What follows belongs to an exercise in optimizing a design on an open flow for small area, a short achievable clock period and few clock cycles; a production flow would make more cautious choices. RTL that was checked went through simulation tests only; none was proved equivalent to the original. The RTL of run 6 was laid out without a check of its function. Power and IR drop assume default switching activity.

==> flow/design.v (outline; a module is shown in full before it is edited, if it fits) <==
// module mac_agen: 118 lines
// module mac_add: 26 lines
// module mac_form_o: 39 lines
// module mac_rsb: 13 lines
// module mac_seq_tile: 432 lines
// module mac_mul: 1270 lines
module mac_seq_tile (
    input  wire        clk,
    input  wire        rst,
    input  wire        start,
    input  wire        a_signed,
    input  wire        b_signed,
    input  wire [30:0] ag0_cfg,
    input  wire [30:0] ag1_cfg,
    output wire        busy,
    output reg         done,
    output wire [5:0]  i_addr,
    input  wire [31:0] i_rdata,
    output wire [7:0]  x_addr,
    output wire        x_we,
    output wire [15:0] x_wdata,
    input  wire [15:0] x_rdata,
    output wire [7:0]  y_addr,
    output wire        y_we,
    output wire [15:0] y_wdata,
    input  wire [15:0] y_rdata,
    output reg  [39:0] acc,
    output reg  [15:0] out,
    output reg  [3:0]  bx,
    output reg         ovf,
    output reg         fault,
    output reg  [1:0]  fault_code,
    output reg  [5:0]  pc
);
  // ...
==> flow/flow/run.sh <==
#!/bin/bash
# The standard layout (the standard flow's synthesis, floorplan, placement, CTS and routing),
# with two changes to how the layout is made:
#  - repair_timing is asked for 14 ns more setup slack than the clock period
#    needs, so that the tools size the critical paths for speed;
#  - the port buffers are buf_2 cells (the standard flow picks clkdlybuf4s50_1,
#    a delay cell). Every input and output port still gets its buffer.
# The design, its synthesis, clock and constraints are the standard flow's; each run's
# output goes to its own log.
set -euo pipefail
bash standard.sh synth > synth.log 2>&1
bash standard.sh SETUP_SLACK_MARGIN=14 TNS_END_PERCENT=20 \
    "BUFFER_PORTS_ARGS=-buffer_cell sky130_fd_sc_hd__buf_2" finish > layout.log 2>&1
==> flow/standard.sh <==
#!/bin/bash
# synth_recipe.tcl (not shown) runs the flow's synth.tcl, then flattens the netlist and writes it again
# the make line also repeats each setting of config.mk as NAME=value (left out here)
make -C /OpenROAD-flow-scripts/flow DESIGN_CONFIG=/design/flow/config.mk WORK_HOME=/design/flow/orfs CLKGATE_MAP_FILE= SYNTH_SCRIPT=/design/flow/synth_recipe.tcl "${@:-finish}"
==> flow/config.mk <==
export PLATFORM = sky130hd
export DESIGN_NAME = mac_seq_tile
export DESIGN_NICKNAME = mac_seq_tile
export VERILOG_FILES = /design/flow/design.v
export SDC_FILE = /design/flow/constraint.sdc
export NUM_CORES = 4
export LEC_CHECK = 0
export CAP_MARGIN = 20
export CORE_MARGIN = 2
export CORE_UTILIZATION = 40
export SLEW_MARGIN = 20
export SYNTH_HIERARCHICAL = 1
==> flow/constraint.sdc <==
create_clock -name core_clock -period 20.0 [get_ports {clk}]
set_input_delay 4.0000 -clock core_clock [delete_from_list [all_inputs] [get_ports {clk}]]
set_output_delay 4.0000 -clock core_clock [all_outputs]
set_load 0.01 [all_outputs]
==> metrics.md, run 1 <==
| Metric | Value |
|---|---|
| Seq area share | 0.2429 |
| Critical path's slowest cell | buf_4 |
| Post-DP HPWL | roughly 110 mm |
| Global Route Usage Sum | 0.2421 |
| Initial antenna violation count | 19 |
| Clock Path Buffers | 3 |
| Register area | ~13000 um^2 |
| Kind of end point of the critical path | flop |
| Layout clock area frac | 0.04675 |
| Detail Route Antenna Nets | 0 |
| Reg clk slew, reported paths | 0.06 ns |
| Final WL | between 100 and 150 mm |
| Initial Util | 0.4034 |
| Setup TNS | 0 ns |
| Hold_buf cts | 0 |
| Drt first pass iters | 6 |
| First-pass GRT wire length | 223.4 mm |
| Outcome | no timing/DRC/antenna violations |
| Total number of cells along the worst setup path | 6 |
| Slew HR | 0.1938 |
| Seq cells | about 600 |
| Power per cell area | around 140 nW/um^2 |
| Clk_skew | ~0.043 ns |
| Seq group | ~1500 uW |
| Vias per inst | between 5 and 6 |
| RR Endpoint | ov_n$_SDFF_PP0_ |
| Met1 Usage GRT | 0.3265 |
| Clock group total power | 1370 uW |
| Core Region | 114500 um^2 |
Testbench counts, summed over its fixed seeds: cycles 37,440.
==> inputs of run 2 (changes only) <==
--- a/flow/config.mk
+++ b/flow/config.mk
@@ -8,5 +8,5 @@
 export CAP_MARGIN = 20
 export CORE_MARGIN = 2
 export CORE_UTILIZATION = 40
+export PLACE_DENSITY = 0.7
 export SLEW_MARGIN = 20
-export SYNTH_HIERARCHICAL = 1
==> run 2 against run 1 <==
  * Still clean
  * Clock skew up 0.0050 ns
  * Via count is 4.6% lower
  * Utilization rose by 0.36 points
  * Sequential cell count decreased by 1
  * Sequential share of layout area up 0.93 points
  * Sequential power shrank 4%
  * First-iteration DRC count increased by 5.8%
  * Setup slack worse by 0.25 ns
  * Global-route usage barely moved
  * Clock power shrank 7%
  * Critical path depth is 17 higher
  * Area after synthesis down 4.8%
  * Critical path type is now flop to flop
==> metrics.md, run 2 <==
| Metric | Value |
|---|---|
| CTS tree | built |
| Critical path's slowest cell | fa_1 |
| First-pass GRT wire length | 212.6 mm (-4.8%) |
| Register area | 12730 um^2 (-0.53%) |
| Final setup fails | 0 |
| CP max stage delay | roughly 0.58 ns |
| Wire length per cell | between 20 and 25 um |
| Largest net degree at the start of global routing | 86 |
| Initial antenna violation count | 21 (+2) |
| Row count | 121 |
| Clk_skew | 0.04803 ns (+0.004982 ns) |
| Max-Cap Viols | 0 |
| Proportion of layout cells with a drive suffix above 1 | 0.1592 |
| Number of synthesized register bits | approximately 610 |
| CP max FO | 10 |
| RSZ-0062 raised after global routing | true |
| Startpoint Class | flop |
| Worst Max-Slew Pin Slew | 1.133 ns |
| Drt first pass iters | 6 (unchanged) |
| Reg clk slew, reported paths | 0.07 ns (about the same) |
| Worst EP required | 20.50 ns |
| Post-synth EDFFs | between 40 and 50 |
| Fraction of registers with async set/reset | 0 |
| DRT iter0 DRCs | ~3100 |
| Hold slack | between 0.3 and 0.4 ns |
| Outcome | no timing/DRC/antenna violations |
| Lkg Pwr | roughly 0.021 uW |
| Count leader, synth | dfxtp_1 |
| Detail Route Antenna Nets | 0 (unchanged) |
| Max Fclk | roughly 160 MHz |
| Slew HR | 0.2444 (+0.05069) |
| Worst path most repeated cell | fa_1 |
| Area of the multi-input gates | just under 30000 um^2 |
| Initial Util | 0.4037 (about the same) |
| Critical path, cell by cell | buf_12, and2_4, fa_1, inv_1, fa_2, inv_2, fa_2, inv_2, fa_1, fa_1, inv_2, fa_1, ha_4, a21oi_2, o211ai_1, or3_4, a211oi_4, nor4b_4, a31o_4, nor4bb_4, o2111ai_4, a21oi_2, mux2_4 |
| Cell count after synthesis | around 5000 |
| # H-tree levels | 3 |
| Global Route Usage Sum | 0.2422 (about the same) |
| Top post-synthesis cells by count | 559 x dfxtp_1, 486 x nand2_1, 467 x inv_1 |
| Power per cell area | 88.45 nW/um^2 (-37%) |
| Sequential area share after synthesis | 0.2874 |
| Clk Latency, worst-skew pair | 0.65 ns |
| Hold crit path type | flop to flop |
| Cell variety after synth | 95 |
| Hold_buf cts | 0 (unchanged) |
| Most frequent cells in the layout | 520 x dfxtp_1, 482 x nand2_1, 460 x inv_1 |
| Post-DP HPWL | 101.2 mm (-5.2%) |
| Final period util | 0.3141 |
| Total gr overflow | 0 |
| Peak VDD IR | 0.00009286 V |
| DRC viols | 0 |
| Global placer's final weighted congestion | slightly above 0.9 |
| Clock Path Buffers | 3 (unchanged) |
| Main synth FF type | dfxtp_1 |
| YS warnings | 7 |
| Slew Viols, Final | 0 |
| DR vias | 37270 |
| Slack of the critical path | between 10 and 15 ns |
| Final #Nets | slightly below 6000 |
| Inst Count DP | 6427 |
| Synth top area cells | dfxtp_1 25%, fa_1 13%, ha_1 5.9% |
| Sink Count | approximately 610 |
| Vias in the first global route | ~37000 |
| Die W | between 300 and 400 um |
| Final Critical Period | between 6 and 7 ns |
| Max reg flops | 40 |
| Top flop regs | acc: 40 flops, hold: 19 flops |
| Ports | 259 |
| Port bufs | between 200 and 300 |
| Crit path arrival time | 6.79 ns |
| Core Region | 108900 um^2 (-4.9%) |
| Hold Vio Cnt, Final | 0 |
| Synth Area per Inst | between 8 and 9 um^2 |
| Final Non-Filler Cells | between 6000 and 7000 |
| Yosys top cell by area | dfxtp_1 |
| Die height | approximately 340 um |
| Total CTS buffers | 68 |
| Post-synthesis cell area | between 40000 and 50000 um^2 |
| Setup TNS | 0 ns (unchanged) |
| Largest Register | acc |
| Root Buffer Master | clkbuf_16 |
| Vias per inst | 5.606 (+1.5%) |
| Crit Path Category | flop to flop |
| Area growth, synth to finish | 14.83% |
| Most common cell after layout, fill and taps aside | dfxtp_1 |
| Fillers | 10350 |
| Post-synth top area share | 0.2546 |
| Kind of end point of the critical path | flop |
| Final WL | 138.5 mm (-5.0%) |
| Pre-CTS setup slack | around 12 ns |
| Die ar. | between 100000 and 150000 um^2 |
## run 2: path summary, 6_finish.rpt
kind	start	to	slack (ns)	cells after the start
worst max-delay path	e_b[10]$_DFF_P_	ov_n$_SDFF_PP0_	13.72	23
worst min-delay path	r_p[1]$_DFF_P_	e_p[1]$_DFF_P_	0.32	0
worst max register to register	e_b[10]$_DFF_P_	ov_n$_SDFF_PP0_	13.72	23
worst min register to register	r_p[1]$_DFF_P_	e_p[1]$_DFF_P_	0.32	0
## run 2: power breakdown
group	internal, uW	switching [uW]
Clock	722	554
Sequential	1340	82.4
Combinational	799	967
## run 2: cell type report
cell class                      count  area share
Antenna cell                        8   0.0003967
Clock buffer                       97     0.03808
Clock inverter                     23    0.006868
Inverter                          473     0.03521
Multi-Input combinational cell   3613      0.5788
Sequential cell                   607      0.2522
Tap cell                         1414     0.03506
Timing Repair Buffer              412     0.05343
## run 2: kinds of logic (layout without fill, tap and decap cells)
logic type | after synthesis | after routing | synth area share
multiplexers | 328 | 328 | 0.09634
flip-flops | 607 | 607 | 0.2874
adder cells (fa/ha/maj) | 494 | 494 | 0.1888
AO/OA/AOI/OAI | 985 | 986 | 0.1420
other | 0 | 8 | 0
buffers and inverters | 763 | 1005 | 0.06702
AND/OR/NAND/NOR | 1583 | 1584 | 0.1744
XOR/XNOR | 221 | 221 | 0.04404
## run 2: metal layers
layer / GRT usage / part of all wire / up-vias
met4: 0.1067 / 0.048 / 26
li1: - / - / 17320
met3: 0.06353 / 0.091 / 357
met2: 0.4024 / 0.47 / 1485
met5: 0 / 0.0012 / -
met1: 0.2945 / 0.39 / 18080
## run 2: what timing repair did
item | CTS | global route
resized for setup | 152 | 82
cloned | 2 | 1
pin swaps | 47 | 41
endpoints found under the setup margin | 110 | 84
setup buffers | 71 | 18
## run 2: per-stage QoR
stage	cell area, um^2	power [uW]	util
global route	50450	4718	0.4635
floorplan	44150	2520	-
finish	50460	4464	0.4636
detailed placement	46540	2901	0.4276
global placement	46540	2872	0.4276
CTS	49950	4346	0.4589
## run 2: critical path, delay by kind of cell, from the launching register on
kind            cells  cell delay, ns
fa+ha+maj           7            3.19
compound gates      6            1.19
simple gates        4            0.79
buf+inv             5            0.33
flops               1            0.33
mux                 1            0.30
==> inputs of run 3 (changes only) <==
--- a/flow/config.mk
+++ b/flow/config.mk
@@ -8,5 +8,4 @@
 export CAP_MARGIN = 20
 export CORE_MARGIN = 2
 export CORE_UTILIZATION = 40
-export PLACE_DENSITY = 0.7
 export SLEW_MARGIN = 20
==> run 3 against run 2 <==
  * Area after synthesis unchanged
  * Synthesized cell count unchanged
  * Combinational power about the same
  * Die area unchanged
  * Largest power group unchanged
  * Critical path depth unchanged
  * Maximum frequency up 1.1%
  * Non-clock buffer count up 20
  * Clock power up 8%
  * Critical endpoint unchanged
  * Still clean on timing, DRC and antenna
==> metrics.md, run 3 <==
| Metric | Value |
|---|---|
| Outcome | no timing/DRC/antenna violations |
| Worst r2r src | e_a[2]$_SDFF_PP0_ |
| Slew HR | 0.2429 (-0.001506) |
| Synth top area cells | dfxtp_1 25%, fa_1 13%, ha_1 5.9% |
| Global Route Usage Sum | 0.2505 (+0.008273) |
| Worst path most repeated cell | fa_1 |
| Port bufs | 256 (unchanged) |
| Core Region | 108900 um^2 (unchanged) |
| Synth Area per Inst | 8.823 um^2 (unchanged) |
| Die height | 335.5 um (unchanged) |
| Clock Path Buffers | 3 (unchanged) |
| Clk Latency, worst-skew pair | 0.63 ns (-0.02 ns) |
| Critical path, cell by cell | buf_12, and2_4, fa_1, inv_2, fa_1, inv_2, fa_2, inv_2, fa_1, fa_1, inv_2, fa_1, ha_4, a21oi_4, o211ai_1, or3_4, a211oi_4, nor4b_4, a31o_4, nor4bb_4, o2111ai_4, a21oi_1, mux2_4 |
| YS warnings | 7 (unchanged) |
| Vias in the first global route | 36480 (-1.1%) |
| Main synth FF type | dfxtp_1 |
| Hold Vio Cnt, Final | 0 (unchanged) |
| Final WL | 142.2 mm (+2.7%) |
| Kind of end point of the critical path | flop |
| Final Instance Area | 50880 um^2 (+0.82%) |
| Startpoint Class | flop |
| Critical path's slowest cell | fa_1 |
| First-pass GRT wire length | 218.0 mm (+2.6%) |
| Post-synth EDFFs | 48 (unchanged) |
| Most frequent cells in the layout | 522 x dfxtp_1, 484 x nand2_1, 452 x inv_1 |
| Peak VDD IR | 0.00007879 V (-15%) |
| Drt first pass iters | 5 (-1) |
| Max Fclk | 160.9 MHz (+1.1%) |
| Post-Place Cell Area | 46610 um^2 (+0.15%) |
| # H-tree levels | 3 (unchanged) |
| Die W | 335.5 um (unchanged) |
| CP max stage delay | 0.59 ns (about the same) |
| DRT iter0 DRCs | 2624 (-16%) |
| Post-synthesis cell area | 43950 um^2 (unchanged) |
| Met3 Use GR | 0.05018 (-0.01334) |
| Critical Path Sink | ov_n$_SDFF_PP0_ |
| Met2 GRT Util | 0.4212 (+0.01877) |
| Top Usage Layer GRT | met2 |
| Post-synth top area share | 0.2546 (unchanged) |
| Initial Util | 0.4037 (unchanged) |
| Fillers | 10570 (+2.1%) |
| Setup TNS | 0 ns (unchanged) |
| Detail Route Antenna Nets | 0 (unchanged) |
| Hold crit path type | flop to flop |
| Worst EP required | 20.50 ns (about the same) |
| Crit Path Category | flop to flop |
| Met1 Usage GRT | 0.3126 (+0.01811) |
| Vias per inst | 5.514 (-1.7%) |
| Count leader, synth | dfxtp_1 |
| Slew Viols, Final | 0 (unchanged) |
| Die ar. | 112500 um^2 (unchanged) |
| Number of synthesized register bits | 607 (unchanged) |
| CP max FO | 5 (-5) |
| Cell variety after synth | 95 (unchanged) |
| Max reg flops | 40 (unchanged) |
| Wire length per cell | 21.31 um (+2.3%) |
| Total number of cells along the worst setup path | 23 (unchanged) |
| Final #Nets | 5819 (+0.38%) |
| CTS tree | built |
| Total CTS buffers | 71 (+4.4%) |
| Post-DP HPWL | 103.4 mm (+2.1%) |
| Worst Setup SP | e_a[2]$_SDFF_PP0_ |
| Critical path buffer and inverter count | 5 (unchanged) |
| Top post-synthesis cells by count | 559 x dfxtp_1, 486 x nand2_1, 467 x inv_1 |
| Largest net degree at the start of global routing | 90 (+4.7%) |
| Sequential area share after synthesis | 0.2874 (unchanged) |
| RSZ-0062 raised after global routing | true |
| Final Critical Period | 6.215 ns (-0.06620 ns) |
| Delay-heaviest family, CP | adder cells |
| Root Buffer Master | clkbuf_16 |
| Proportion of layout cells with a drive suffix above 1 | 0.1691 (+0.009844) |
| Fraction of registers with async set/reset | 0 (unchanged) |
| Initial antenna violation count | 25 (+19%) |
| Top flop regs | acc: 40 flops, hold: 19 flops |
| Crit path arrival time | 6.72 ns (-0.07 ns) |
| Final setup fails | 0 (unchanged) |
| DR vias | 36800 (-1.3%) |
| Cell count after synthesis | 4981 (unchanged) |
| Most common cell after layout, fill and taps aside | dfxtp_1 |
| Lkg Pwr | 0.02118 uW (+0.97%) |
| RR Endpoint | ov_n$_SDFF_PP0_ |
| Power per cell area | 89.85 nW/um^2 (+1.6%) |
| Max-Cap Viols | 0 (unchanged) |
| R2R depth | 23 (unchanged) |
| Largest Register | acc |
| Area growth, synth to finish | 15.77% |
| Global placer's final weighted congestion | 0.8993 (-3.8%) |
| Total gr overflow | 0 (unchanged) |
| Worst R2R Setup Slack | 13.78 ns (+0.07 ns) |
| Reg clk slew, reported paths | 0.06 ns (about the same) |
| Worst Max-Slew Pin Slew | 1.127 ns (-0.005843 ns) |
| Ports | 259 (unchanged) |
| Clk_skew | 0.03567 ns (-0.01237 ns) |
| Row count | 121 (unchanged) |
| DRC viols | 0 (unchanged) |
| Sink Count | 607 (unchanged) |
| Final period util | 0.3108 (-0.003310) |
| Yosys top cell by area | dfxtp_1 |
run 3: cell counts after synthesis:
No cell type changed its count.
run 3: cells by family (layout without fill, tap and decap cells):
family / after synthesis / count (layout) / synth area share
other: 0 / 8 / 0
xor gates and xnor gates: 221 / 221 / 0.04404
AOI/OAI and AO/OA: 985 / 985 / 0.1420
muxes: 328 / 328 / 0.09634
and+or+nand+nor: 1583 / 1584 / 0.1744
adders and majority gates: 494 / 494 / 0.1888
buffers and inverters: 763 / 1033 / 0.06702
DFF: 607 / 607 / 0.2874
run 3: stage by stage:
stage | utilization | total power [uW] | hold WS, ns | std cells | setup WS (ns)
2_1_floorplan | - | 2520 | 0.3096 | 4981 | 13.81
4_1_cts | 0.4624 | 4520 | 0.3189 | 6648 | 13.71
3_3_place_gp | 0.4281 | 2912 | 0.3104 | 6434 | 12.24
5_1_grt | 0.4673 | 4836 | 0.3293 | 6669 | 13.62
3_5_place_dp | 0.4282 | 2931 | 0.3120 | 6435 | 12.19
6_report | 0.4674 | 4572 | 0.3217 | 6674 | 13.78
run 3: what timing repair did:
action / CTS / global route
gates cloned: 2 / 1
resized for setup: 165 / 89
hold buffers: 0 / 0
buffers inserted: 83 / 17
pin swaps: 70 / 35
endpoints found under the setup margin: 69 / 93
run 3: how the worst min path moves through the flow:
stage | start | depth (start not counted) | end
2_1_floorplan | r_bxclr$_DFF_P_ | 0 | e_bxclr$_DFF_P_
3_3_place_gp | r_p[4]$_DFF_P_ | 0 | e_p[4]$_DFF_P_
3_5_place_dp | r_p[2]$_DFF_P_ | 0 | e_p[2]$_DFF_P_
4_1_cts | r_mac$_DFF_P_ | 0 | e_mac$_DFF_P_
5_1_grt | d_mac$_DFF_P_ | 0 | r_mac$_DFF_P_
6_report | r_mac$_DFF_P_ | 0 | e_mac$_DFF_P_
run 3: area by class of cell:
class                   count  area (um^2)  share of cell area
inverters                 473         1778             0.03495
diodes                      8        20.02           0.0003935
well taps                1414         1769             0.03477
flip-flops and latches    607        12720              0.2500
multi-input cells        3612        29240              0.5746
clock buffers              85         1921             0.03775
clock inverters            43        510.5             0.01003
repair buffers            432         2923             0.05745
run 3: power by group:
group	internal (uW)	leakage, uW	switching, uW	total, uW
Clock	818	0.00120	558	1380
Sequential	1340	0.00515	78.0	1420
Combinational	803	0.0148	975	1780
Total	2960	0.0212	1610	4570
run 3: per-layer routing:
layer  wire [um]  vias up
met2       67310     1288
met5         155        -
met4        5888       24
li1            -    17360
met3       11120      303
met1       57760    17820
==> inputs of run 4 (changes only) <==
--- a/flow/config.mk
+++ b/flow/config.mk
@@ -8,4 +8,5 @@
 export CAP_MARGIN = 20
 export CORE_MARGIN = 2
 export CORE_UTILIZATION = 40
+export PLACE_DENSITY = 0.55
 export SLEW_MARGIN = 20
==> run 4 against run 3 <==
  * Sequential share of layout area shrank 0.16 points
  * Critical path depth is 2 lower
  * Non-clock buffer count grew 2
  * Clock power up 8%
  * Critical endpoint unchanged
==> metrics.md, run 4 <==
| Metric | Value |
|---|---|
| Outcome | no timing/DRC/antenna violations |
| Pre-CTS setup slack | 12.36 ns (+0.1615 ns) |
| Vias in the first global route | 35590 (-2.4%) |
| Top post-synthesis cells by count | 559 x dfxtp_1, 486 x nand2_1, 467 x inv_1 |
| Setup TNS | 0 ns (unchanged) |
| Root Buffer Master | clkbuf_16 |
| Largest Register | acc |
| DR vias | 36860 (+0.18%) |
| P_sw | 1649 uW (+2.3%) |
| Mux contribution to synthesized area | 0.09634 (unchanged) |
| CTS tree | built |
| # H-tree levels | 3 (unchanged) |
| Drt first pass iters | 7 (+2) |
| Clock Power Share | 0.317 (+0.016) |
| Max reg flops | 40 (unchanged) |
| Adder-cell share of the synthesized area | 0.1888 (unchanged) |
| Wire length per cell | 21.90 um (+2.8%) |
| Yosys top cell by area | dfxtp_1 |
| Clk_skew | 0.03665 ns (+0.0009784 ns) |
| Final #Nets | 5822 (+0.052%) |
| Peak VDD IR | 0.00009247 V (+17%) |
| Number of synthesized register bits | 607 (unchanged) |
| Post-synthesis xor/xnor area fraction | 0.04404 (unchanged) |
| Min-Delay Path Depth | 0 (unchanged) |
| Post-synthesis cell area | 43950 um^2 (unchanged) |
| Clk Latency, worst-skew pair | 0.66 ns (+0.03 ns) |
| Most frequent cells in the layout | 534 x dfxtp_1, 485 x nand2_1, 457 x inv_1 |
| CP max FO | 18 (+13) |
| Largest net degree at the start of global routing | 75 (-17%) |
| Synth Area in Compound Gates | 0.1420 (unchanged) |
| Core Region | 108900 um^2 (unchanged) |
| Power per cell area | 91.84 nW/um^2 (+2.2%) |
| DRC viols | 0 (unchanged) |
| Vias per inst | 5.522 (+0.15%) |
| R2R depth | 21 (-8.7%) |
| Final period util | 0.3194 (+0.008670) |
| Largest family of logic cells by synthesized area | adder cells |
| Detail Route Antenna Nets | 0 (unchanged) |
| Worst r2r src | e_a[13]$_SDFF_PP0_ |
| Sequential area share after synthesis | 0.2874 (unchanged) |
| DRT iter0 DRCs | 2688 (+2.4%) |
| Hold crit path type | flop to flop |
| Main synth FF type | dfxtp_1 |
| Final core utilization | 0.4692 (+0.001781) |
| RSZ-0062 raised after global routing | true |
| Post-synth top area share | 0.2546 (unchanged) |
| Inst Count DP | 6448 (+0.20%) |
| Final Non-Filler Cells | 6676 (+0.030%) |
| Initial Util | 0.4037 (unchanged) |
| Die height | 335.5 um (unchanged) |
| Synth top area cells | dfxtp_1 25%, fa_1 13%, ha_1 5.9% |
| Max-Cap Viols | 0 (unchanged) |
| Slew Viols, Final | 0 (unchanged) |
| Crit Path Category | flop to flop |
| Worst EP required | 20.52 ns (+0.02 ns) |
| Cell variety after synth | 95 (unchanged) |
| Worst R2R Setup Slack | 13.61 ns (-0.17 ns) |
| Hold path endpoint | r_mul$_DFF_P_ |
| Count leader, synth | dfxtp_1 |
| RR Endpoint | ov_n$_SDFF_PP0_ |
| Sink Count | 607 (unchanged) |
| Most common cell after layout, fill and taps aside | dfxtp_1 |
| Slack of the critical path | 13.61 ns (-0.1734 ns) |
| Proportion of layout cells with a drive suffix above 1 | 0.1646 (-0.004440) |
| Row count | 121 (unchanged) |
| Post-DP HPWL | 106.7 mm (+3.2%) |
| Final WL | 146.2 mm (+2.8%) |
| Fraction of registers with async set/reset | 0 (unchanged) |
| Total gr overflow | 0 (unchanged) |
| First-pass GRT wire length | 218.6 mm (+0.27%) |
| Die ar. | 112500 um^2 (unchanged) |
| Post-Synth Simple-Gate Area | 0.1744 (unchanged) |
| Slew HR | 0.2670 (+0.02410) |
| Cell count after synthesis | 4981 (unchanged) |
| Startpoint Class | flop |
| Global placer's final weighted congestion | 0.9402 (+4.5%) |
| Clock Path Buffers | 3 (unchanged) |
| Area growth, synth to finish | 16.21% |
| Int Pwr | 3041 uW (+2.7%) |
| Kind of end point of the critical path | flop |
| Top flop regs | acc: 40 flops, hold: 19 flops |
| Synth Area per Inst | 8.823 um^2 (unchanged) |
| Final Critical Period | 6.389 ns (+0.1734 ns) |
| Hold Vio Cnt, Final | 0 (unchanged) |
| YS warnings | 7 (unchanged) |
| Global Route Usage Sum | 0.2543 (+0.003873) |
| Combinational power share | 0.382 (-0.007) |
| Hold Startpoint | d_mul$_DFF_P_ |
| Worst Max-Slew Pin Slew | 1.098 ns (-0.02955 ns) |
| Final setup fails | 0 (unchanged) |
| Initial antenna violation count | 13 (-48%) |
| Ports | 259 (unchanged) |
| Crit path arrival time | 6.91 ns (+0.19 ns) |
| Sequential Power Share | 0.301 (-0.009) |
| Post-synth EDFFs | 48 (unchanged) |
| Lkg Pwr | 0.02130 uW (+0.58%) |
| Reg clk slew, reported paths | 0.06 ns (about the same) |
| Max Fclk | 156.5 MHz (-2.7%) |
| Port bufs | 256 (unchanged) |
| Hold_buf cts | 0 (unchanged) |
| Net Sw Frac | 0.3515 (-0.0008573) |
| Die W | 335.5 um (unchanged) |
| Total CTS buffers | 73 (+2.8%) |
## run 4: what timing repair did
action / CTS / global route
gates resized for setup: 145 / 85
pin swaps: 39 / 47
cloned: 0 / 3
buffers inserted: 45 / 43
endpoints found under the setup margin: 75 / 96
## run 4: how the worst max path moves through the flow
stage	endpoint	from	cells past startpoint	slack (ns)
after floorplan	fpc[4]$_SDFFE_PP0P_	i_rdata[22]	13	13.81
after global placement	ov_n$_SDFF_PP0_	e_b[13]$_DFF_P_	21	12.36
after detailed placement	ov_n$_SDFF_PP0_	e_b[13]$_DFF_P_	21	12.36
after CTS	ov_n$_SDFF_PP0_	e_a[7]$_SDFF_PP0_	23	13.60
after global routing	ov_n$_SDFF_PP0_	e_b[12]$_DFF_P_	23	13.46
final	ov_n$_SDFF_PP0_	e_a[13]$_SDFF_PP0_	21	13.61
## run 4: cell families after synthesis
group / Yosys count
compound gates: 985
buf+inv: 763
flops: 607
simple gates: 1583
mux: 328
xor+xnor: 221
fa+ha+maj: 494
## run 4: critical path, stage by stage (launching register included)
cell and delay, ns:
dfxtp_2 0.63, and2_1 0.23, fa_1 0.46, fa_1 0.46
fa_1 0.43, inv_1 0.08, fa_1 0.45, fa_1 0.50
inv_1 0.05, fa_1 0.48, ha_4 0.31, a21o_1 0.10
a21o_1 0.12, a21o_1 0.13, a21o_1 0.19, a21oi_4 0.08
buf_4 0.15, a21oi_4 0.24, nor4bb_4 0.47, o2111ai_2 0.22
and3b_1 0.23, mux2_4 0.27
## run 4: final cells by class
cell class | count | area (um^2)
clock buffers | 100 | 2090
multi-input cells | 3611 | 29260
repair buffers | 434 | 2872
flip-flops and latches | 607 | 12690
fillers | 10570 | 57780
well taps | 1414 | 1769
clock inverters | 35 | 616.8
inverters | 473 | 1777
diodes | 2 | 5.005
## run 4: through the flow
step                      area (um^2)  total power (uW)  hold WS (ns)
final                           51070              4690        0.3239
after global routing            51070              4957        0.3276
after CTS                       50370              4642        0.3226
after detailed placement        46710              2941        0.3120
after global placement          46700              2925        0.3102
after floorplan                 44150              2520        0.3096
## run 4: per-layer routing
metal / up-vias / global-route usage / part of all wire
li1: 17370 / - / -
met1: 18000 / 0.3318 / 0.43
met5: - / 0 / 0.00079
met2: 1196 / 0.4181 / 0.46
met4: 18 / 0.09522 / 0.039
met3: 281 / 0.04684 / 0.067
## run 4: power groups by stage
stage                     sequential [uW]  clock [uW]  combinational (uW)
after detailed placement             1430           0                1510
after floorplan                      1410           0                1110
final                                1410        1490                1790
after CTS                            1410        1520                1720
after global placement               1430           0                1490
after global routing                 1420        1560                1970
==> module mac_seq_tile, before the edit <==
module mac_seq_tile (
    input  wire        clk,
    input  wire        rst,
    input  wire        start,
    input  wire        a_signed,
    input  wire        b_signed,
    input  wire [30:0] ag0_cfg,
    input  wire [30:0] ag1_cfg,
    output wire        busy,
    output reg         done,
    output wire [5:0]  i_addr,
    input  wire [31:0] i_rdata,
    output wire [7:0]  x_addr,
    output wire        x_we,
    output wire [15:0] x_wdata,
    input  wire [15:0] x_rdata,
    output wire [7:0]  y_addr,
    output wire        y_we,
    output wire [15:0] y_wdata,
    input  wire [15:0] y_rdata,
    output reg  [39:0] acc,
    output reg  [15:0] out,
    output reg  [3:0]  bx,
    output reg         ovf,
    output reg         fault,
    output reg  [1:0]  fault_code,
    output reg  [5:0]  pc
);
    localparam [1:0] F_NONE = 2'd0, F_ILLEGAL = 2'd1, F_NESTED = 2'd2;
    reg        busy_r;
    reg        run;           
    reg        first;         
    reg        fin;           
    reg        fin_halt;
    reg [5:0]  fpc;           
    reg [5:0]  ppc;           
    reg        pvalid;        
    reg        use_hold;      
    reg [18:0] hold;          
    reg        px_same, py_same;    
    reg        jc_v;          
    reg [5:0]  jc_a, jc_t;
    reg [15:0] k0, k1, xr, yr;
    reg [3:0]  det;
    reg        lp_active;
    reg [5:0]  lp_start;
    reg [5:0]  lp_end;
    reg [9:0]  lp_left;
    wire       lp_wrap = (lp_start > lp_end);
    reg [7:0]  xa_r, ya_r;    
    reg        xwe_r, ywe_r;
    reg [15:0] xwd_r, ywd_r;  
    reg        xb_v, yb_v;    
    reg [7:0]  xb_a, yb_a;
    reg [15:0] xb_d, yb_d;
    assign busy    = busy_r;
    assign i_addr  = fpc;
    assign x_addr  = xa_r;
    assign y_addr  = ya_r;
    assign x_we    = xwe_r;
    assign y_we    = ywe_r;
    assign x_wdata = xwd_r;
    assign y_wdata = ywd_r;
    wire accept = start && !busy_r;
    wire [31:0] ins = use_hold ? {1'b0, hold[18:16], hold[15:0], 12'd0} : i_rdata;
    wire [3:0]  op  = ins[31:28];
    wire        i_fx = ins[27], i_fy = ins[26];
    wire        i_a0 = ins[23], i_a1 = ins[22];
    wire [15:0] imm = ins[15:0];
    wire is_arith = !op[3] && !(op[2] && (op[1] || op[0]));
    wire is_ldk0  = (op == 4'h8);
    wire is_ldk1  = (op == 4'h9);
    wire is_loop  = (op == 4'hA);
    wire is_jmp   = (op == 4'hB);
    wire is_bxclr = (op == 4'hC);
    wire is_halt  = (op == 4'hF);
    wire is_ill   = (op == 4'h5) || (op == 4'h6) || (op == 4'h7) || (op == 4'hD) || (op == 4'hE);
    reg        e_valid, e_wx, e_wy;
    reg [7:0]  e_xa, e_ya;
    wire x_force = xb_v && e_valid && e_wx;
    wire y_force = yb_v && e_valid && e_wy;
    wire skip_x = px_same;
    wire skip_y = py_same;
    wire rdy0n, rdy1n;
    wire pact  = busy_r && run && pvalid;    
    wire stall = pact && is_arith &&
                 ((i_fx && !skip_x && x_force) || (i_fy && !skip_y && y_force) ||
                  (i_a0 && (first || !rdy0n)) || (i_a1 && (first || !rdy1n)));
    wire exec  = pact && !stall;
    wire [5:0] e_new     = imm[15:10];
    wire       loop_nest = is_loop && lp_active;
    wire       loop_ill  = is_loop && !lp_active && (e_new == ppc);
    wire       finish    = is_ill || is_halt || loop_nest || loop_ill;
    wire [1:0] fcode     = is_ill ? F_ILLEGAL : loop_nest ? F_NESTED : loop_ill ? F_ILLEGAL : F_NONE;
    wire [5:0] tgt     = imm[5:0];
    wire       tg_ge_s = (tgt >= lp_start);
    wire       tg_le_e = (tgt <= lp_end);
    wire       jmp_out = !(lp_wrap ? (tg_ge_s || tg_le_e) : (tg_ge_s && tg_le_e));
    wire       at_end  = lp_active && (ppc == lp_end);
    wire       counts  = !is_loop && !is_jmp && !finish;
    reg        n_active;
    reg [5:0]  n_start, n_end;
    reg [9:0]  n_left;
    always @* begin
        n_active = lp_active;
        n_start  = lp_start;
        n_end    = lp_end;
        n_left   = lp_left;
        if (exec) begin
            if (is_loop && !finish) begin
                n_active = 1'b1;
                n_start  = ppc + 6'd1;
                n_end    = e_new;
                n_left   = imm[9:0];
            end else if (is_jmp) begin
                if (lp_active && jmp_out)
                    n_active = 1'b0;
            end else if (counts && at_end) begin
                if (lp_left != 10'd0)
                    n_left = lp_left - 10'd1;
                else
                    n_active = 1'b0;
            end
        end
    end
    wire [5:0] fpc_inc = fpc + 6'd1;
    wire       f_at_e  = (fpc == lp_end);
    wire [5:0] f_a     = (lp_active && f_at_e && lp_left != 10'd0) ? lp_start : fpc_inc;
    wire [5:0] f_b     = (f_at_e && lp_left > 10'd1) ? lp_start : fpc_inc;
    wire [5:0] f_c     = (fpc == e_new && imm[9:0] != 10'd0) ? fpc : fpc_inc;
    wire       p_loop  = exec && is_loop && !finish;
    wire       p_cnt   = exec && counts && at_end;
    wire       f_jc    = jc_v && (fpc == jc_a);
    wire [5:0] fpc_seq = f_jc ? jc_t : p_loop ? f_c : p_cnt ? f_b : f_a;
    wire ending = exec && finish;
    wire jump   = exec && is_jmp && (fpc != tgt);    
    wire need_x = exec && is_arith && i_fx && !skip_x;
    wire need_y = exec && is_arith && i_fy && !skip_y;
    reg        d_valid, d_arith, d_ldk0, d_ldk1, d_bxclr, d_end, d_halt;
    reg        d_mul, d_mac, d_msu, d_clr;
    reg        d_xskip, d_yskip;
    reg [15:0] d_pay;         
    wire       d_fx = d_pay[15], d_fy = d_pay[14], d_wx = d_pay[13], d_wy = d_pay[12];
    wire       d_a0 = d_pay[11], d_a1 = d_pay[10], d_wr = d_pay[9];
    wire ag_adv0 = d_valid && d_arith && d_a0;
    wire ag_adv1 = d_valid && d_arith && d_a1;
    wire [7:0] xa_cur, ya_cur, xa_nxt, ya_nxt, xa_base, ya_base;
    wire rdy0, rdy1;
    mac_agen u_ag0 (.clk(clk), .rst(rst), .cfg(ag0_cfg), .clear(!busy_r), .init(first),
                    .adv(ag_adv0), .ready(rdy0), .ready_nx(rdy0n),
                    .addr_cur(xa_cur), .addr_nxt(xa_nxt), .base_in(xa_base));
    mac_agen u_ag1 (.clk(clk), .rst(rst), .cfg(ag1_cfg), .clear(!busy_r), .init(first),
                    .adv(ag_adv1), .ready(rdy1), .ready_nx(rdy1n),
                    .addr_cur(ya_cur), .addr_nxt(ya_nxt), .base_in(ya_base));
    reg        r_valid, r_arith, r_fx, r_fy, r_wx, r_wy, r_wr, r_sat, r_sela;
    reg [1:0]  r_selb;
    reg [4:0]  r_p;
    reg        r_mul, r_msu, r_mac, r_clr;
    reg        r_bxclr, r_end, r_halt;
    reg        r_xskip, r_yskip;
    reg [7:0]  r_xa, r_ya;
    reg        e_wr, e_sat;
    reg [4:0]  e_p;
    reg        e_mul, e_msu, e_mac;
    reg        e_bxclr, e_end, e_halt;
    reg [16:0] e_a, e_b;
    reg        w_oused, w_bxclr;
    reg        ov_n;          
    wire [15:0] o_comb;
    mac_form_o u_form (.acc(acc), .pe(e_p), .sat(e_sat), .o(o_comb));
    wire [40:0] msum;
    mac_mul u_mul (.a(e_a), .b(e_b), .msu(e_msu), .x(acc & {40{e_mac}}), .sum(msum));
    wire acc_ovf = msum[40] ^ msum[39];
    wire [3:0] o_rsb;
    mac_rsb u_rsb (.v(o_comb), .rsb(o_rsb));
    wire x_hit_e = e_valid && e_wx && (e_xa == r_xa);
    wire x_hit_b = xb_v && (xb_a == r_xa);
    wire x_hit_w = xwe_r && (xa_r == r_xa);
    wire y_hit_e = e_valid && e_wy && (e_ya == r_ya);
    wire y_hit_b = yb_v && (yb_a == r_ya);
    wire y_hit_w = ywe_r && (ya_r == r_ya);
    wire        x_hit  = x_hit_e || x_hit_b || x_hit_w;
    wire        y_hit  = y_hit_e || y_hit_b || y_hit_w;
    wire [15:0] x_fwd  = x_hit_e ? o_comb : x_hit_b ? xb_d : xwd_r;
    wire [15:0] y_fwd  = y_hit_e ? o_comb : y_hit_b ? yb_d : ywd_r;
    wire [15:0] xr_new = (r_fx && x_hit) ? x_fwd : (r_fx && !r_xskip) ? x_rdata : xr;
    wire [15:0] yr_new = (r_fy && y_hit) ? y_fwd : (r_fy && !r_yskip) ? y_rdata : yr;
    reg [15:0] opa, opb;
    always @* begin
        opa = r_sela ? yr_new : xr_new;
        case (r_selb)
            2'b00:   opb = yr_new;
            2'b01:   opb = k0;
            2'b10:   opb = k1;
            default: opb = xr_new;
        endcase
    end
    wire [16:0] opa_x = r_clr ? 17'd0 : {a_signed & opa[15], opa};
    wire [16:0] opb_x = {b_signed & opb[15], opb} ^ {17{r_msu}};
    wire        x_new  = e_valid && e_wx;
    wire        x_cand = xb_v || x_new;
    wire        x_sch  = x_cand && !need_x;
    wire [7:0]  x_ca   = xb_v ? xb_a : e_xa;
    wire [15:0] x_cd   = xb_v ? xb_d : o_comb;
    wire        y_new  = e_valid && e_wy;
    wire        y_cand = yb_v || y_new;
    wire        y_sch  = y_cand && !need_y;
    wire [7:0]  y_ca   = yb_v ? yb_a : e_ya;
    wire [15:0] y_cd   = yb_v ? yb_d : o_comb;
    reg  [3:0] w_rsb;
    wire [3:0] det_next = w_bxclr ? 4'd15 :
                          (w_oused && w_rsb < det) ? w_rsb : det;
    always @(posedge clk) begin
        d_arith <= is_arith;
        d_ldk0  <= is_ldk0;
        d_ldk1  <= is_ldk1;
        d_bxclr <= is_bxclr;
        d_end   <= finish;
        d_halt  <= is_halt;
        d_mul   <= is_arith && (op[2:0] == 3'd1 || op[2:0] == 3'd2 || op[2:0] == 3'd3 || op[2:0] == 3'd4);
        d_mac   <= is_arith && (op[2:0] == 3'd2 || op[2:0] == 3'd3);
        d_msu   <= is_arith && (op[2:0] == 3'd3);
        d_clr   <= is_arith && (op[2:0] == 3'd4);
        d_xskip <= skip_x;
        d_yskip <= skip_y;
        d_pay   <= is_arith ? {ins[27:21], (ins[20:16] > 5'd24) ? 5'd24 : ins[20:16], ins[15:12]} : imm;
        r_arith <= d_arith;
        r_fx    <= d_fx && d_arith;
        r_fy    <= d_fy && d_arith;
        r_wx    <= d_wx && d_arith;
        r_wy    <= d_wy && d_arith;
        r_wr    <= d_wr && d_arith;
        r_p     <= d_pay[8:4];
        r_sat   <= d_pay[3];
        r_sela  <= d_pay[2];
        r_selb  <= d_pay[1:0];
        r_mul   <= d_mul;
        r_mac   <= d_mac;
        r_msu   <= d_msu;
        r_clr   <= d_clr;
        r_bxclr <= d_bxclr;
        r_end   <= d_end;
        r_halt  <= d_halt;
        r_xskip <= d_xskip;
        r_yskip <= d_yskip;
        r_xa    <= xa_cur;
        r_ya    <= ya_cur;
        e_wx    <= r_wx;
        e_wy    <= r_wy;
        e_wr    <= r_wr;
        e_p     <= r_p;
        e_sat   <= r_sat;
        e_mul   <= r_mul;
        e_mac   <= r_mac;
        e_msu   <= r_msu;
        e_bxclr <= r_bxclr;
        e_end   <= r_end;
        e_halt  <= r_halt;
        e_xa    <= r_xa;
        e_ya    <= r_ya;
        e_a     <= opa_x;
        e_b     <= opb_x;
        w_rsb   <= o_rsb;
        xwd_r <= x_cd;
        ywd_r <= y_cd;
        if (!xb_v || x_new) begin
            xb_a <= e_xa;
            xb_d <= o_comb;
        end
        if (!yb_v || y_new) begin
            yb_a <= e_ya;
            yb_d <= o_comb;
        end
    end
    always @(posedge clk) begin
        if (rst) begin
            busy_r     <= 1'b0;
            done       <= 1'b0;
            run        <= 1'b0;
            first      <= 1'b0;
            fin        <= 1'b0;
            fin_halt   <= 1'b0;
            fpc        <= 6'd0;
            ppc        <= 6'd0;
            pvalid     <= 1'b0;
            use_hold   <= 1'b0;
            hold       <= 19'd0;
            acc        <= 40'd0;
            out        <= 16'd0;
            bx         <= 4'd15;
            det        <= 4'd15;
            ovf        <= 1'b0;
            fault      <= 1'b0;
            fault_code <= F_NONE;
            pc         <= 6'd0;
            k0         <= 16'd0;
            k1         <= 16'd0;
            xr         <= 16'd0;
            yr         <= 16'd0;
            lp_active  <= 1'b0;
            jc_v       <= 1'b0;
            px_same    <= 1'b0;
            py_same    <= 1'b0;
            jc_a       <= 6'd0;
            jc_t       <= 6'd0;
            lp_start   <= 6'd0;
            lp_end     <= 6'd0;
            lp_left    <= 10'd0;
            xa_r       <= 8'd0;
            ya_r       <= 8'd0;
            xwe_r      <= 1'b0;
            ywe_r      <= 1'b0;
            xb_v       <= 1'b0;
            yb_v       <= 1'b0;
            d_valid    <= 1'b0;
            r_valid    <= 1'b0;
            e_valid    <= 1'b0;
            w_oused    <= 1'b0;
            w_bxclr    <= 1'b0;
            ov_n       <= 1'b0;
        end else begin
            done  <= 1'b0;
            first <= accept;
            if (!busy_r) begin
                busy_r     <= start;
                fpc        <= {5'd0, start};
                run        <= 1'b1;
                ppc        <= 6'd0;
                pvalid     <= 1'b1;
                use_hold   <= 1'b0;
                lp_active  <= 1'b0;
                jc_v       <= 1'b0;
                px_same    <= 1'b0;
                py_same    <= 1'b0;
                if (start) begin
                    fault      <= 1'b0;
                    fault_code <= F_NONE;
                end
            end else if (run) begin
                if (stall) begin
                    use_hold <= 1'b1;
                    hold     <= {ins[30:28], ins[27:12]};
                end else if (!pvalid) begin
                    fpc      <= fpc_seq;
                    ppc      <= fpc;
                    pvalid   <= 1'b1;
                    use_hold <= 1'b0;
                end else if (ending) begin
                    run       <= 1'b0;
                    pvalid    <= 1'b0;
                    use_hold  <= 1'b0;
                    fpc       <= 6'd0;
                    pc        <= ppc;
                    lp_active <= 1'b0;
                    if (fcode != F_NONE) begin
                        fault      <= 1'b1;
                        fault_code <= fcode;
                    end
                end else begin
                    lp_active <= n_active;
                    lp_start  <= n_start;
                    lp_end    <= n_end;
                    lp_left   <= n_left;
                    use_hold  <= 1'b0;
                    if (is_arith) begin
                        px_same <= i_fx && !i_a0 && !ins[25];
                        py_same <= i_fy && !i_a1 && !ins[24];
                    end
                    if (jump) begin
                        fpc    <= tgt;
                        ppc    <= tgt;
                        pvalid <= 1'b0;
                        jc_v   <= 1'b1;
                        jc_a   <= ppc;
                        jc_t   <= tgt;
                    end else begin
                        fpc    <= fpc_seq;
                        ppc    <= fpc;
                        pvalid <= 1'b1;
                    end
                end
            end
            if (d_valid && d_ldk0) k0 <= d_pay;
            if (d_valid && d_ldk1) k1 <= d_pay;
            d_valid <= exec && (is_arith || is_ldk0 || is_ldk1 || is_bxclr || finish);
            r_valid <= d_valid && (d_arith || d_bxclr || d_end);
            e_valid <= r_valid;
            if (r_valid && r_arith) begin
                xr <= xr_new;
                yr <= yr_new;
            end
            xwe_r <= x_sch;
            ywe_r <= y_sch;
            xa_r  <= x_sch ? x_ca : first ? xa_base : xa_nxt;
            ya_r  <= y_sch ? y_ca : first ? ya_base : ya_nxt;
            xb_v  <= x_sch ? (xb_v && x_new) : x_cand;
            yb_v  <= y_sch ? (yb_v && y_new) : y_cand;
            w_oused <= e_valid && (e_wx || e_wy || e_wr);
            w_bxclr <= e_valid && e_bxclr;
            if (e_valid) begin
                if (e_mul)
                    acc <= msum[39:0];
                if (e_wr)
                    out <= o_comb;
            end
            ov_n <= e_valid && e_mul && acc_ovf;
            if (e_valid && e_bxclr)
                ovf <= 1'b0;
            else if (ov_n)
                ovf <= 1'b1;
            if (e_valid && e_end) begin
                if (xb_v || yb_v) begin
                    fin      <= 1'b1;
                    fin_halt <= e_halt;
                end else begin
                    done   <= 1'b1;
                    busy_r <= 1'b0;
                    if (e_halt)
                        bx <= det_next;
                end
            end
            if (fin) begin
                fin    <= 1'b0;
                done   <= 1'b1;
                busy_r <= 1'b0;
                if (fin_halt)
                    bx <= det_next;
            end
            det <= det_next;
        end
    end
endmodule
==> inputs of run 5 (changes only) <==
--- a/flow/design.v
+++ b/flow/design.v
@@ -319,7 +319,10 @@
             end
         end
     end
-    wire [5:0] fpc_inc = fpc + 6'd1;
+    wire [5:0] fpc_p1  = fpc + 6'd1;
+    wire       jc_inb  = lp_wrap ? (jc_t >= lp_start || jc_t <= lp_end) : (jc_t >= lp_start && jc_t <= lp_end);
+    wire       fold    = jc_v && lp_active && jc_inb && (fpc_p1 == jc_a);
+    wire [5:0] fpc_inc = fold ? jc_t : fpc_p1;
     wire       f_at_e  = (fpc == lp_end);
     wire [5:0] f_a     = (lp_active && f_at_e && lp_left != 10'd0) ? lp_start : fpc_inc;
     wire [5:0] f_b     = (f_at_e && lp_left > 10'd1) ? lp_start : fpc_inc;
--- a/flow/config.mk
+++ b/flow/config.mk
@@ -8,5 +8,4 @@
 export CAP_MARGIN = 20
 export CORE_MARGIN = 2
 export CORE_UTILIZATION = 40
-export PLACE_DENSITY = 0.55
 export SLEW_MARGIN = 20
==> run 5 against run 4 <==
  * Synthesized cell count rose by 2.6%
  * Combinational power is 9% higher
  * Area after synthesis barely moved
  * Clock skew decreased by 0.0041 ns
  * Global-route usage is 0.51 points lower
  * Sequential cell count stayed put
  * Sequential share of layout area barely moved
  * Utilization is 0.19 points higher
  * Setup slack worse by 0.16 ns
  * Clock-buffer cell count fell by 15
  * Maximum frequency down 2.4%
==> metrics.md, run 5 <==
| Metric | Value |
|---|---|
| Outcome | no timing/DRC/antenna violations |
| Final Instance Area | 51350 um^2 (+0.53%) |
| Fraction of registers with async set/reset | 0 (unchanged) |
| Post-synthesis cell area | 43980 um^2 (about the same) |
| Max Fclk | 152.8 MHz (-2.4%) |
| Fillers | 10510 (-0.55%) |
| CP max stage delay | 0.59 ns (-0.04 ns) |
| Total CTS buffers | 69 (-5.5%) |
| Initial Util | 0.4035 (about the same) |
| Clock Path Buffers | 3 (unchanged) |
| First-pass GRT wire length | 218.3 mm (-0.14%) |
| Slew Viols, Final | 0 (unchanged) |
| Power per cell area | 93.48 nW/um^2 (+1.8%) |
| R2R depth | 23 (+9.5%) |
| Max-Cap Viols | 0 (unchanged) |
| Slew HR | 0.3058 (+0.03879) |
| Critical path, cell by cell | buf_8, and2_4, fa_1, fa_1, inv_1, fa_2, fa_2, fa_1, inv_1, fa_1, ha_4, a21o_1, a21oi_1, o21ai_1, a221oi_2, a21o_1, a211o_1, a31oi_4, o31ai_4, nand3_2, o311ai_4, xor2_2, nor3_4 |
| Critical path's slowest cell | fa_1 |
| Count leader, synth | nand2_1 |
| Global placer's final weighted congestion | 0.9397 (about the same) |
| Final #Nets | 5995 (+3.0%) |
| Crit Path Category | flop to flop |
| Min-Delay Path Depth | 0 (unchanged) |
| YS warnings | 7 (unchanged) |
| Die W | 335.6 um (about the same) |
| Critical path buffer and inverter count | 3 (unchanged) |
| Initial antenna violation count | 13 (unchanged) |
| Ports | 259 (unchanged) |
| Post-Place Cell Area | 46530 um^2 (-0.40%) |
| Top post-synthesis cells by count | 601 x nand2_1, 559 x dfxtp_1, 472 x inv_1 |
| Delay-heaviest family, CP | adder cells |
| Port bufs | 256 (unchanged) |
| Cell variety after synth | 90 (-5.3%) |
| Final period util | 0.3272 (+0.007780) |
| Top flop regs | acc: 40 flops, hold: 19 flops |
| Startpoint Class | flop |
| Most common cell after layout, fill and taps aside | nand2_1 |
| Area growth, synth to finish | 16.74% |
| Cell count after synthesis | 5109 (+2.6%) |
| Setup TNS | 0 ns (unchanged) |
| Largest Register | acc |
| CTS tree | built |
| Row count | 121 (unchanged) |
| DRT iter0 DRCs | 3166 (+18%) |
| Largest net degree at the start of global routing | 144 (+92%) |
| Core Region | 109000 um^2 (+0.14%) |
| Detail Route Antenna Nets | 0 (unchanged) |
| Worst EP required | 20.50 ns (-0.02 ns) |
| Final setup fails | 0 (unchanged) |
| Die height | 335.6 um (about the same) |
| Root Buffer Master | clkbuf_16 |
| Hold_buf cts | 0 (unchanged) |
| Sequential area share after synthesis | 0.2872 (about the same) |
| CP max FO | 5 (-13) |
| Final Critical Period | 6.544 ns (+0.1556 ns) |
| Number of synthesized register bits | 607 (unchanged) |
| Most frequent cells in the layout | 594 x nand2_1, 520 x dfxtp_1, 451 x inv_1 |
| Proportion of layout cells with a drive suffix above 1 | 0.1742 (+0.009595) |
| # H-tree levels | 3 (unchanged) |
| Sink Count | 607 (unchanged) |
| DRC viols | 0 (unchanged) |
| Kind of end point of the critical path | flop |
| Crit path arrival time | 7.05 ns (+0.14 ns) |
| Clk Latency, worst-skew pair | 0.64 ns (-0.02 ns) |
| Post-synth EDFFs | 48 (unchanged) |
| Clk_skew | 0.03257 ns (-0.004075 ns) |
| Synth top area cells | dfxtp_1 25%, fa_1 13%, ha_1 6.3% |
| Lkg Pwr | 0.02142 uW (+0.55%) |
| Vias per inst | 5.471 (-0.93%) |
| Die ar. | 112600 um^2 (about the same) |
| Vias in the first global route | 36650 (+3.0%) |
| Total gr overflow | 0 (unchanged) |
| Hold Vio Cnt, Final | 0 (unchanged) |
| Global Route Usage Sum | 0.2492 (-0.005104) |
| Post-DP HPWL | 102.6 mm (-3.8%) |
| Synth Area per Inst | 8.609 um^2 (-2.4%) |
| Wire length per cell | 20.91 um (-4.5%) |
| Reg clk slew, reported paths | 0.06 ns (about the same) |
| Worst path most repeated cell | fa_1 |
| Peak VDD IR | 0.00009055 V (-2.1%) |
| Drt first pass iters | 6 (-1) |
| Hold crit path type | flop to flop |
| RSZ-0062 raised after global routing | true |
| Worst Max-Slew Pin Slew | 1.040 ns (-0.05811 ns) |
| Yosys top cell by area | dfxtp_1 |
| Max reg flops | 40 (unchanged) |
| Post-synth top area share | 0.2544 (about the same) |
| Main synth FF type | dfxtp_1 |
| Total number of cells along the worst setup path | 23 (+9.5%) |
| DR vias | 37400 (+1.5%) |
| Final WL | 143.0 mm (-2.2%) |
==> run 5: cell count changes in the layout (fill, tap and decap cells not counted), moves of 14 or more <==
cell / change
a21oi_1: +56
a22oi_1: +14
and2_1: -16
and2_4: +16
buf_4: +30
dfxtp_1: -14
dfxtp_4: +19
fa_1: -16
fa_2: +16
mux4_1: -16
nand2_1: +109
nor2_1: -35
xor2_1: +28
==> run 5: what timing repair did <==
item / CTS / global route
pin swaps: 100 / 92
endpoints found under the setup margin: 84 / 66
gates cloned: 1 / 0
setup buffers: 120 / 27
resized for setup: 204 / 99
==> run 5: cell type report <==
cell class | count | area, um^2 | area share
Antenna cell | 5 | 12.51 | 0.0002437
Timing Repair Buffer | 467 | 3103 | 0.06043
Clock inverter | 43 | 670.6 | 0.01306
Tap cell | 1414 | 1769 | 0.03446
Multi-Input combinational cell | 3738 | 29380 | 0.5723
Sequential cell | 607 | 12750 | 0.2484
Inverter | 478 | 1795 | 0.03497
Clock buffer | 85 | 1857 | 0.03616
==> run 5: stage by stage <==
stage / setup WS [ns] / power (uW) / utilization / hold slack, ns / std cells
floorplan: 13.47 / 2613 / - / 0.3096 / 5109
CTS: 13.55 / 4692 / 0.4658 / 0.3264 / 6804
detailed placement: 12.30 / 3030 / 0.4268 / 0.3121 / 6555
global placement: 12.25 / 3011 / 0.4268 / 0.3098 / 6555
global route: 13.27 / 5071 / 0.4710 / 0.3307 / 6836
finish: 13.46 / 4800 / 0.4710 / 0.3262 / 6837
==> run 5: path summary, 6_finish.rpt <==
path / from / slack, ns / endpoint
worst max-delay path: e_a[5]$_SDFF_PP0_ / 13.46 / ov_n$_SDFF_PP0_
worst max register to register: e_a[5]$_SDFF_PP0_ / 13.46 / ov_n$_SDFF_PP0_
worst min register to register: r_wx$_DFF_P_ / 0.33 / e_wx$_DFF_P_
worst min-delay path: r_wx$_DFF_P_ / 0.33 / e_wx$_DFF_P_
==> run 5: metal layers <==
metal | wire, um | vias up | GRT usage
met5 | 39 | - | 0
met4 | 5508 | 6 | 0.09207
met3 | 10250 | 271 | 0.04834
met2 | 65200 | 1358 | 0.4024
met1 | 61960 | 18040 | 0.3300
li1 | - | 17730 | -
==> run 5: power breakdown <==
group / total (uW) / switching [uW] / internal, uW / leakage, uW
sequential: 1450 / 99.8 / 1350 / 0.00515
combinational: 1950 / 1060 / 888 / 0.0151
clock: 1400 / 572 / 832 / 0.00121
==> run 5: cells by family after synthesis <==
family          synth area share
compound gates            0.1481
xor+xnor                 0.04739
fa+ha+maj                 0.1921
buf+inv                  0.06694
flops                     0.2872
mux                      0.07957
simple gates              0.1788
Testbench counts of run 5, summed over its fixed seeds: cycles 37,230.
==> module mac_agen, before the edit <==
module mac_agen (
    input  wire        clk,
    input  wire        rst,
    input  wire [30:0] cfg,
    input  wire        clear,      
    input  wire        init,       
    input  wire        adv,        
    output wire        ready,      
    output wire        ready_nx,   
    output wire [7:0]  addr_cur,   
    output wire [7:0]  addr_nxt,   
    output wire [7:0]  base_in     
);
    reg [8:0] lm1_r;
    reg [3:0] s_r;        
    reg [8:0] sp;         
    reg       rdy;
    reg       chk;        
    reg [3:0] cnt;
    reg       sbit;
    reg [8:0] off;
    reg [7:0] acur;
    assign ready    = rdy;
    assign base_in  = cfg[7:0];
    assign addr_cur = acur;
    wire [8:0] step_in = cfg[17:9];
    wire [8:0] lm1_in  = cfg[26:18];
    wire [3:0] rb_in   = cfg[30:27];
    wire [10:0] nl = {2'b11, ~lm1_r};
    wire [10:0] csub;
    mac_add #(11) u_chk (.a({2'b00, sp}), .b(nl), .ci(1'b0), .s(csub));
    wire fast = csub[10];
    wire [10:0] csub2 = csub + nl;
    wire fast2 = csub2[10];
    reg        rdy2;
    reg [10:0] spl;       
    assign ready_nx = rdy2;
    wire [9:0]  dt = {sp, sbit};
    wire [10:0] dsub;
    mac_add #(11) u_div (.a({1'b0, dt}), .b(nl), .ci(1'b0), .s(dsub));
    wire [3:0]  cm1 = cnt - 4'd1;
    always @(posedge clk) begin
        if (rst) begin
            lm1_r <= 9'd0;
            s_r   <= 4'd0;
            sp    <= 9'd0;
            rdy   <= 1'b0;
            chk   <= 1'b0;
            cnt   <= 4'd0;
            sbit  <= 1'b0;
        end else if (clear) begin
            rdy <= 1'b0;
            chk <= 1'b0;
        end else if (init) begin
            lm1_r <= lm1_in;
            s_r   <= (rb_in > 4'd9) ? 4'd0 : 4'd9 - rb_in;
            sp    <= step_in;
            chk   <= 1'b1;
        end else if (chk) begin
            chk <= 1'b0;
            if (fast) begin
                rdy <= 1'b1;
            end else if (fast2) begin
                sp  <= csub[8:0];
                rdy <= 1'b1;
            end else begin
                sp   <= 9'd0;
                cnt  <= 4'd8;
                sbit <= step_in[8];
            end
        end else if (!rdy) begin
            sp   <= dsub[10] ? dt[8:0] : dsub[8:0];
            sbit <= (cnt != 4'd0) ? step_in[cm1] : 1'b0;
            cnt  <= cnt - 4'd1;
            if (cnt == 4'd0)
                rdy <= 1'b1;
        end
    end
    reg  [8:0]  offn;
    reg  [7:0]  aadv;
    wire [8:0]  src = adv ? offn : off;
    wire [9:0]  t;
    mac_add #(10) u_t (.a({1'b0, src}), .b({1'b0, sp}), .ci(1'b0), .s(t));
    wire [10:0] tsub;
    mac_add #(11) u_ts (.a({2'b00, src}), .b(spl), .ci(1'b0), .s(tsub));
    wire [8:0]  nxt = tsub[10] ? t[8:0] : tsub[8:0];
    always @(posedge clk) begin
        spl <= csub;
        if (rst || clear)
            rdy2 <= 1'b0;
        else
            rdy2 <= chk ? fast : rdy;
    end
    wire [8:0] r9    = {nxt[0], nxt[1], nxt[2], nxt[3], nxt[4], nxt[5], nxt[6], nxt[7], nxt[8]};
    wire [8:0] lowm  = 9'h1ff >> s_r;
    wire [8:0] rv    = (r9 >> s_r) | (nxt & ~lowm);
    wire [7:0] anxt;
    mac_add #(8) u_a (.a(base_in), .b(rv[7:0]), .ci(1'b0), .s(anxt));
    always @(posedge clk) begin
        if (rst || clear)
            off <= 9'd0;
        else if (adv)
            off <= offn;
    end
    always @(posedge clk) begin
        offn <= nxt;
        aadv <= anxt;
    end
    always @(posedge clk) begin
        if (rst)
            acur <= 8'd0;
        else if (init)
            acur <= base_in;
        else if (adv)
            acur <= aadv;
    end
    assign addr_nxt = adv ? aadv : acur;
endmodule
==> inputs of run 6 (changes only) <==
--- a/flow/design.v
+++ b/flow/design.v
@@ -30,8 +30,6 @@
     wire [10:0] csub;
     mac_add #(11) u_chk (.a({2'b00, sp}), .b(nl), .ci(1'b0), .s(csub));
     wire fast = csub[10];
-    wire [10:0] csub2 = csub + nl;
-    wire fast2 = csub2[10];
     reg        rdy2;
     reg [10:0] spl;       
     assign ready_nx = rdy2;
@@ -60,9 +58,6 @@
             chk <= 1'b0;
             if (fast) begin
                 rdy <= 1'b1;
-            end else if (fast2) begin
-                sp  <= csub[8:0];
-                rdy <= 1'b1;
             end else begin
                 sp   <= 9'd0;
                 cnt  <= 4'd8;
@@ -319,10 +314,7 @@
             end
         end
     end
-    wire [5:0] fpc_p1  = fpc + 6'd1;
-    wire       jc_inb  = lp_wrap ? (jc_t >= lp_start || jc_t <= lp_end) : (jc_t >= lp_start && jc_t <= lp_end);
-    wire       fold    = jc_v && lp_active && jc_inb && (fpc_p1 == jc_a);
-    wire [5:0] fpc_inc = fold ? jc_t : fpc_p1;
+    wire [5:0] fpc_inc = fpc + 6'd1;
     wire       f_at_e  = (fpc == lp_end);
     wire [5:0] f_a     = (lp_active && f_at_e && lp_left != 10'd0) ? lp_start : fpc_inc;
     wire [5:0] f_b     = (f_at_e && lp_left > 10'd1) ? lp_start : fpc_inc;
==> flow/flow/run.sh (replaced) <==
#!/bin/bash
# The standard layout (the standard flow's synthesis, floorplan, placement, CTS and routing),
# with two changes to how the layout is made:
#  - repair_timing is asked for 13.5 ns more setup slack than the clock period
#    needs, so that the tools size the critical paths for speed;
#  - the port buffers are buf_2 cells (the standard flow picks clkdlybuf4s50_1,
#    a delay cell). Every input and output port still gets its buffer.
# The design, its synthesis, clock and constraints are the standard flow's; each run's
# output goes to its own log.
set -euo pipefail
bash standard.sh synth > synth.log 2>&1
bash standard.sh SETUP_SLACK_MARGIN=13.5 TNS_END_PERCENT=20 \
    "BUFFER_PORTS_ARGS=-buffer_cell sky130_fd_sc_hd__buf_2" finish > layout.log 2>&1
==> run 6 against run 5 <==
  * Utilization is 1.6 points lower
  * Clock skew is 0.00065 ns lower
  * Global-route usage is 0.71 points lower
  * Hold slack worse by 0.0021 ns
  * Sequential power hardly changed
  * Wire length is 4.4% lower
  * Setup slack better by 0.014 ns
  * Synthesized cell count is 2.4% lower
  * Critical endpoint is now fpc[4]$_SDFFE_PP0P_
==> metrics.md, run 6 <==
| Metric | Value |
|---|---|
| Outcome | no timing/DRC/antenna violations |
| Combinational power share | 0.417 (+0.011) |
| Cell count after synthesis | 4984 (-2.4%) |
| Peak VDD IR | 0.0001040 V (+15%) |
| Post-synthesis cell area | 43410 um^2 (-1.3%) |
| Detail Route Antenna Nets | 0 (unchanged) |
| Core Region | 107400 um^2 (-1.5%) |
| Global placer's final weighted congestion | 0.9332 (-0.69%) |
| Total CTS buffers | 70 (+1.4%) |
| Kind of end point of the critical path | flop |
| Worst Max-Slew Pin Slew | 1.105 ns (+0.06527 ns) |
| Initial antenna violation count | 18 (+5) |
| Lkg Pwr | 0.02057 uW (-3.9%) |
| Die height | 333.4 um (-0.65%) |
| Final Critical Period | 6.531 ns (-0.01370 ns) |
| Global Route Usage Sum | 0.2421 (-0.007143) |
| Largest Register | acc |
| Post-DP HPWL | 100.9 mm (-1.7%) |
| CP max FO | 6 (+1) |
| Sequential Power Share | 0.306 (+0.004) |
| Slew HR | 0.2617 (-0.04408) |
| Final setup fails | 0 (unchanged) |
| Wire length per cell | 20.77 um (-0.65%) |
| Hold crit path type | flop to flop |
| Number of synthesized register bits | 607 (unchanged) |
| Fraction of registers with async set/reset | 0 (unchanged) |
| Vias per inst | 5.461 (-0.17%) |
| Slew Viols, Final | 0 (unchanged) |
| Final #Nets | 5720 (-4.6%) |
| Final period util | 0.3265 (-0.0006850) |
| YS warnings | 7 (unchanged) |
| Crit path arrival time | 7.07 ns (+0.02 ns) |
| Synth top area cells | dfxtp_1 26%, fa_1 13%, ha_1 5.4% |
| Hold slack | 0.3241 ns (-0.002068 ns) |
| Final Instance Area | 48830 um^2 (-4.9%) |
| Top flop regs | acc: 40 flops, hold: 19 flops |
| Hold_buf cts | 0 (unchanged) |
| Worst EP required | 20.54 ns (+0.04 ns) |
| Clock Power Share | 0.277 (-0.015) |
| Max Fclk | 153.1 MHz (+0.21%) |
| Row count | 120 (-0.83%) |
| Final core utilization | 0.4549 (-0.01615) |
| Critical path buffer and inverter count | 1 (-2) |
| Drt first pass iters | 7 (+1) |
| DRT iter0 DRCs | 2624 (-17%) |
| Max reg flops | 40 (unchanged) |
| Die W | 333.4 um (-0.65%) |
| Top post-synthesis cells by count | 559 x dfxtp_1, 523 x nand2_1, 454 x inv_1 |
| P_sw | 1739 uW (+0.39%) |
| CP max stage delay | 0.54 ns (-0.05 ns) |
| Yosys top cell by area | dfxtp_1 |
| Post-synth EDFFs | 48 (unchanged) |
| Int Pwr | 3009 uW (-1.9%) |
| RSZ-0062 raised after global routing | true |
| First-pass GRT wire length | 210.5 mm (-3.6%) |
| DR vias | 35940 (-3.9%) |
| Startpoint Class | input port |
| Fillers | 10510 (-0.029%) |
| Ports | 259 (unchanged) |
| Synth Area per Inst | 8.710 um^2 (+1.2%) |
| Hold Vio Cnt, Final | 0 (unchanged) |
| Area growth, synth to finish | 12.50% |
| Net Sw Frac | 0.3663 (+0.005433) |
| Power per cell area | 97.21 nW/um^2 (+4.0%) |
| Post-synth top area share | 0.2578 (+0.003366) |
| Setup TNS | 0 ns (unchanged) |
| Sequential area share after synthesis | 0.2910 (+0.003800) |
| Post-Place Cell Area | 45770 um^2 (-1.6%) |
| Crit Path Category | input port to flop |
| Root Buffer Master | clkbuf_16 |
## run 6: final timing paths
check | from | end | slack (ns) | cells after the start
max | i_rdata[22] | fpc[4]$_SDFFE_PP0P_ | 13.47 | 12
min | d_clr$_DFF_P_ | r_clr$_DFF_P_ | 0.32 | 0
max reg2reg | e_a[5]$_SDFF_PP0_ | ov_n$_SDFF_PP0_ | 13.65 | 23
min reg2reg | d_clr$_DFF_P_ | r_clr$_DFF_P_ | 0.32 | 0
## run 6: cells by family after synthesis
kind of cell,share of synthesized area
and+or+nand+nor,0.1764
muxes,0.08869
AOI/OAI and AO/OA,0.1458
buffers and inverters,0.06759
DFF,0.2910
adders and majority gates,0.1852
xor gates and xnor gates,0.04537
## run 6: metrics by stage
step | instances | total power, uW | setup slack, ns
2_1_floorplan | 4984 | 2728 | 13.54
5_1_grt | 6578 | 5045 | 13.39
4_1_cts | 6538 | 4520 | 13.33
3_3_place_gp | 6410 | 3163 | 12.66
3_5_place_dp | 6410 | 3183 | 12.66
6_report | 6581 | 4747 | 13.47
## run 6: per-layer routing
metal / track usage / vias to the layer above / wire [um]
met1: 0.3026 / 17410 / 56600
met5: 0 / - / 123
met3: 0.04901 / 288 / 9331
met4: 0.09531 / 20 / 5483
met2: 0.4088 / 1106 / 65170
li1: - / 17110 / -
## run 6: repair_timing
action / CTS / global route
gates resized for setup: 61 / 72
pin swaps: 1 / 27
endpoints found under the setup margin: 15 / 24
buffers inserted: 3 / 36
## run 6: power groups by stage
stage / clock network, uW / logic, uW / registers [uW]
final: 1320 / 1980 / 1450
after global routing: 1390 / 2190 / 1460
after CTS: 1340 / 1720 / 1460
after detailed placement: 0 / 1700 / 1490
after global placement: 0 / 1680 / 1480
after floorplan: 0 / 1310 / 1420
## run 6: final cells by class
class / count / area [um^2] / area share
Antenna cell: 7 / 17.52 / 0.0003587
Multi-Input combinational cell: 3625 / 28150 / 0.5765
Clock buffer: 98 / 2033 / 0.04163
Tap cell: 1403 / 1755 / 0.03595
Clock inverter: 27 / 320.3 / 0.006559
Inverter: 460 / 1732 / 0.03546
Timing Repair Buffer: 354 / 2067 / 0.04233
Sequential cell: 607 / 12760 / 0.2612

==> static timing again, ports no longer ideal <==
No port has a modelled driver above. Below, the same layouts with a new extraction and two added sets of constraints. Step 1, drivers: a clkbuf_16 drives clk and a buf_2 each remaining input, both assumed. Step 2, shift: input delay + t, output delay - t, t = (earliest + latest rising clock arrival at the registers) / 2. This alone moves slack from input paths to output paths. Three values: no drivers, after step 1, after step 2; two values: the first two.
run | t, ns | setup slack, ns
run 1 | 0.706 | 13.973 / 13.995 / 13.295
run 2 | 0.695 | 13.718 / 13.718 / 13.208
run 3 | 0.681 | 13.785 / 13.785 / 13.108
run 4 | 0.718 | 13.611 / 13.611 / 13.180
run 5 | 0.690 | 13.456 / 13.456 / 12.991
run 6 | 0.683 | 13.469 / 13.511 / 12.828
After both steps every run listed still meets setup and hold.
